This design comes from an exercise in tuning for small area, a short achievable clock period and few clock cycles per item on the open sky130 flow, not from production work.
The RTL was checked by simulation tests, not by an equivalence proof against the original design.

run A:
// cip_aes_core
module cip_aes_core (
    input  wire         clk,
    input  wire         rst,       
    input  wire         start,     
    input  wire         key_256,   
    input  wire [255:0] key,
    input  wire [127:0] din,
    output wire         ready,
    output reg          done,      
    output wire [127:0] dout
);
    reg          va, vb;           
    reg          ma, mb;           
    reg  [3:0]   ra, rb;           
    reg  [127:0] sa;               
    reg  [127:0] kpa;              
    reg  [127:0] kca;              
    reg  [31:0]  kwa;              
    reg  [287:0] sb;               
    reg  [127:0] kxb;              
    reg  [127:0] kcb;              
    reg  [71:0]  kwb;              
    reg  [127:0] q;                
    reg  [4:0]   lim;              
    reg          free;             
    reg          rdy;              
    assign dout = q;
    function [7:0] xtime;
        input [7:0] b;
        xtime = {b[6:0], 1'b0} ^ (b[7] ? 8'h1b : 8'h00);
    endfunction
    function [31:0] mix_column;
        input [31:0] c;
        reg [7:0] a0, a1, a2, a3, b0, b1, b2, b3;
        begin
            a0 = c[31:24]; a1 = c[23:16]; a2 = c[15:8]; a3 = c[7:0];
            b0 = a0 ^ a1; b1 = a1 ^ a2; b2 = a2 ^ a3; b3 = a3 ^ a0;
            mix_column[31:24] = a1 ^ b2 ^ xtime(b0);
            mix_column[23:16] = a2 ^ b3 ^ xtime(b1);
            mix_column[15:8]  = a3 ^ b0 ^ xtime(b2);
            mix_column[7:0]   = a0 ^ b1 ^ xtime(b3);
        end
    endfunction
    function [7:0] rcon;
        input       m256;
        input [3:0] r;
        reg   [3:0] i;
        begin
            i = m256 ? {1'b0, r[3:1]} : r - 4'd1;    
            case (i)
                4'd0: rcon = 8'h01;
                4'd1: rcon = 8'h02;
                4'd2: rcon = 8'h04;
                4'd3: rcon = 8'h08;
                4'd4: rcon = 8'h10;
                4'd5: rcon = 8'h20;
                4'd6: rcon = 8'h40;
                4'd7: rcon = 8'h80;
                4'd8: rcon = 8'h1b;
                4'd9: rcon = 8'h36;
                default: rcon = 8'h00;
            endcase
            if (m256 && !r[0]) rcon = 8'h00;
        end
    endfunction
    wire [287:0] sa_m;
    wire [71:0]  kw_m;
    genvar gi;
    generate
        for (gi = 0; gi < 16; gi = gi + 1) begin : g_sa
            aes_sbox_top u_s (.a(sa[127-8*gi -: 8]), .m(sa_m[287-18*gi -: 18]));
        end
  ...
For scale: about 6,200 cells after synthesis, ~1,200 flip-flops, roughly 520 I/O pins.
==> flow/config.mk <==
export PLATFORM = sky130hd
export DESIGN_NAME = cip_aes_core
export DESIGN_NICKNAME = cip_aes_core
export VERILOG_FILES = /design/flow/design.v
export SDC_FILE = /design/flow/constraint.sdc
export NUM_CORES = 4
export LEC_CHECK = 0
export CAP_MARGIN = 20
export CORE_MARGIN = 2
export CORE_UTILIZATION = 45
export CTS_CLUSTER_SIZE = 30
export PLACE_DENSITY = 0.6
export SETUP_SLACK_MARGIN = 5
export SLEW_MARGIN = 20
==> flow/constraint.sdc <==
create_clock -name core_clock -period 8.0 [get_ports {clk}]
set_input_delay 1.6000 -clock core_clock [delete_from_list [all_inputs] [get_ports {clk}]]
set_output_delay 1.6000 -clock core_clock [all_outputs]
set_load 0.01 [all_outputs]
standard.sh (not shown) runs the stock make flow with config.mk's settings and CLKGATE_MAP_FILE= SYNTH_SCRIPT=/design/flow/synth_recipe.tcl, a recipe that flattens the netlist after the stock synthesis.
==> flow/flow/run.sh <==
#!/bin/bash
# Layout flow: the standard flow, with the port buffers made of the
# smallest buffer cell and timing repair aimed 0.3 ns further.
# Each tool's output is logged here.
set -o pipefail
bash standard.sh "BUFFER_PORTS_ARGS=-buffer_cell sky130_fd_sc_hd__buf_1" SETUP_SLACK_MARGIN=5.3 finish > standard.log 2>&1
Run A closes out successfully: all stages finished, all timing, DRC and antenna checks passed.
Testbench counts of run A, summed over its fixed seeds: cycles 39,710, blocks 3,200.
Setup changes, run A to run B
- CTS_CLUSTER_SIZE changed from 30 to 20
- CTS_CLUSTER_DIAMETER newly set to 60
==> flow/flow/run.sh <==
#!/bin/bash
# Layout flow: the standard flow, with the port buffers made of the
# smallest buffer cell. Each tool's output is logged here.
set -o pipefail
bash standard.sh "BUFFER_PORTS_ARGS=-buffer_cell sky130_fd_sc_hd__buf_1" finish > standard.log 2>&1
==> run summary <==
- Run B vs run A, share of post-route cells with drive strength above 1 went down by 20 points.
- Run B ended with less cell count than run A.
- Run B — area added between synthesis and finish 24 points lower, run A as reference
- On total wire length after detailed routing: run B sits below run A.
- In the reports for run B and run A, the larger worst hold slack belongs to run A.
- Fmax | run B vs run A | run B slower
- | area of all placed cells without fillers | run B vs run A | about 16% lower |
- The number of resized instances in the post-cts repair step in run B was lower than what run A gave.
The inputs of run C differ from those of run B as listed below.
- TNS_END_PERCENT: unset -> 20
- CTS_CLUSTER_SIZE: 20 -> 30
- CTS_CLUSTER_DIAMETER: 60 -> unset
==> run summary <==
Relative slew slack in run C is 6.1 points below run B.
Origin of the worst setup path: sa[77] -> run B, mb -> run C
Comparing run B and run C, non-filler instance count after layout is lower on run C.
On global-route wire length before repair, run B and run C are neck and neck.
Via count of the first global-routing pass went down slightly going from run B to run C.
Changes observed in run C relative to run B: utilization down 2.6 points.
Across run B and run C, none had a timing, DRC or antenna violation.
Edits applied to the flow inputs when going from run C to run D:
- a deleted TNS_END_PERCENT that had been 20
==> flow/run.sh (new file) <==
#!/bin/bash
# synth_recipe.tcl (not shown) runs the flow's synth.tcl, then flattens the netlist and writes it again
# the make line also repeats each setting of config.mk as NAME=value (left out here)
make -C /OpenROAD-flow-scripts/flow DESIGN_CONFIG=/design/flow/config.mk WORK_HOME=/design/flow/orfs CLKGATE_MAP_FILE= SYNTH_SCRIPT=/design/flow/synth_recipe.tcl finish
removed: flow/flow/run.sh
removed: flow/standard.sh
### Flow results
- Per the final summary, run D finished and its layout is clean on timing, DRC and antenna.
- Summary of run D over run C: number of buffers other than clock buffers in the final layout increased by 207 relative to the old numbers, final routed wirelength across all metal layers went up 2.3%, highest clock rate higher, worst-path maximum fanout decreased 42, met3 wirelength from detailed routing lower.
Setup changes, run D to run E
- PLACE_DENSITY changed from 0.6 to 0.72
- CORE_UTILIZATION changed from 45 to 58
==> flow/flow/run.sh (new file) <==
#!/bin/bash
# Layout flow: the standard flow, with the port buffers made of the
# smallest buffer cell. Each tool's output is logged here.
set -o pipefail
bash standard.sh "BUFFER_PORTS_ARGS=-buffer_cell sky130_fd_sc_hd__buf_1" finish > standard.log 2>&1
==> flow/standard.sh (new file) <==
#!/bin/bash
# synth_recipe.tcl (not shown) runs the flow's synth.tcl, then flattens the netlist and writes it again
# the make line also repeats each setting of config.mk as NAME=value (left out here)
make -C /OpenROAD-flow-scripts/flow DESIGN_CONFIG=/design/flow/config.mk WORK_HOME=/design/flow/orfs CLKGATE_MAP_FILE= SYNTH_SCRIPT=/design/flow/synth_recipe.tcl "${@:-finish}"
removed: flow/run.sh
Against run D, count of nets after finishing in run E fell slightly.
When the final numbers for run D and run E were put side by side, the number of levels in the clock H-tree turned out to be greater in run D.
Die area, run D and run E: smaller value in run E
[compare] base=run D new=run E: cell count down 596; depth of the worst register-to-register path up 2; global-route wire length before repair down 18 mm; horizontal extent of the die down 12%; number of clock buffers in the layout down 23.

[port drivers added, routing unchanged]
How much do the figures lean on ideal ports? The routed layouts below were timed once more, with nothing changed but the port constraints. Step 1 sets driving cells, clkbuf_16 on the clock port and buf_2 on the other inputs (assumed; they add their load-dependent delay and slew). Step 2 times the ports against the registers' clock, not the clock port: input delays grow and output delays shrink by t, the midpoint of the rising clock arrivals with the driver on. a / b / c = no drivers / after step 1 / after step 2; a / b = the first two.
run | shift t [ns] | setup WS [ns] | worst setup path after step 2 | clock arrival spread, ns | worst slew at a driven data input, ns
run A | 0.863 | 5.029 / 5.029 / 4.663 | input to register | 0.042 / 0.041 | 0.14
run B | 0.841 | 4.844 / 4.844 / 4.832 | input to register | 0.060 / 0.061 | 0.13
run C | 0.860 | 4.648 / 4.648 / 4.648 | register to register | 0.032 / 0.032 | 0.15
run D | 0.872 | 4.914 / 4.914 / 4.363 | input to register | 0.028 / 0.028 | 0.09
run E | 0.803 | 4.928 / 4.928 / 4.816 | input to register | 0.033 / 0.032 | 0.12
After both steps every run listed still meets setup and hold. For run D, which loses most, drivers alone change the setup slack by 0.000 ns; drivers and shift together by -0.551 ns.
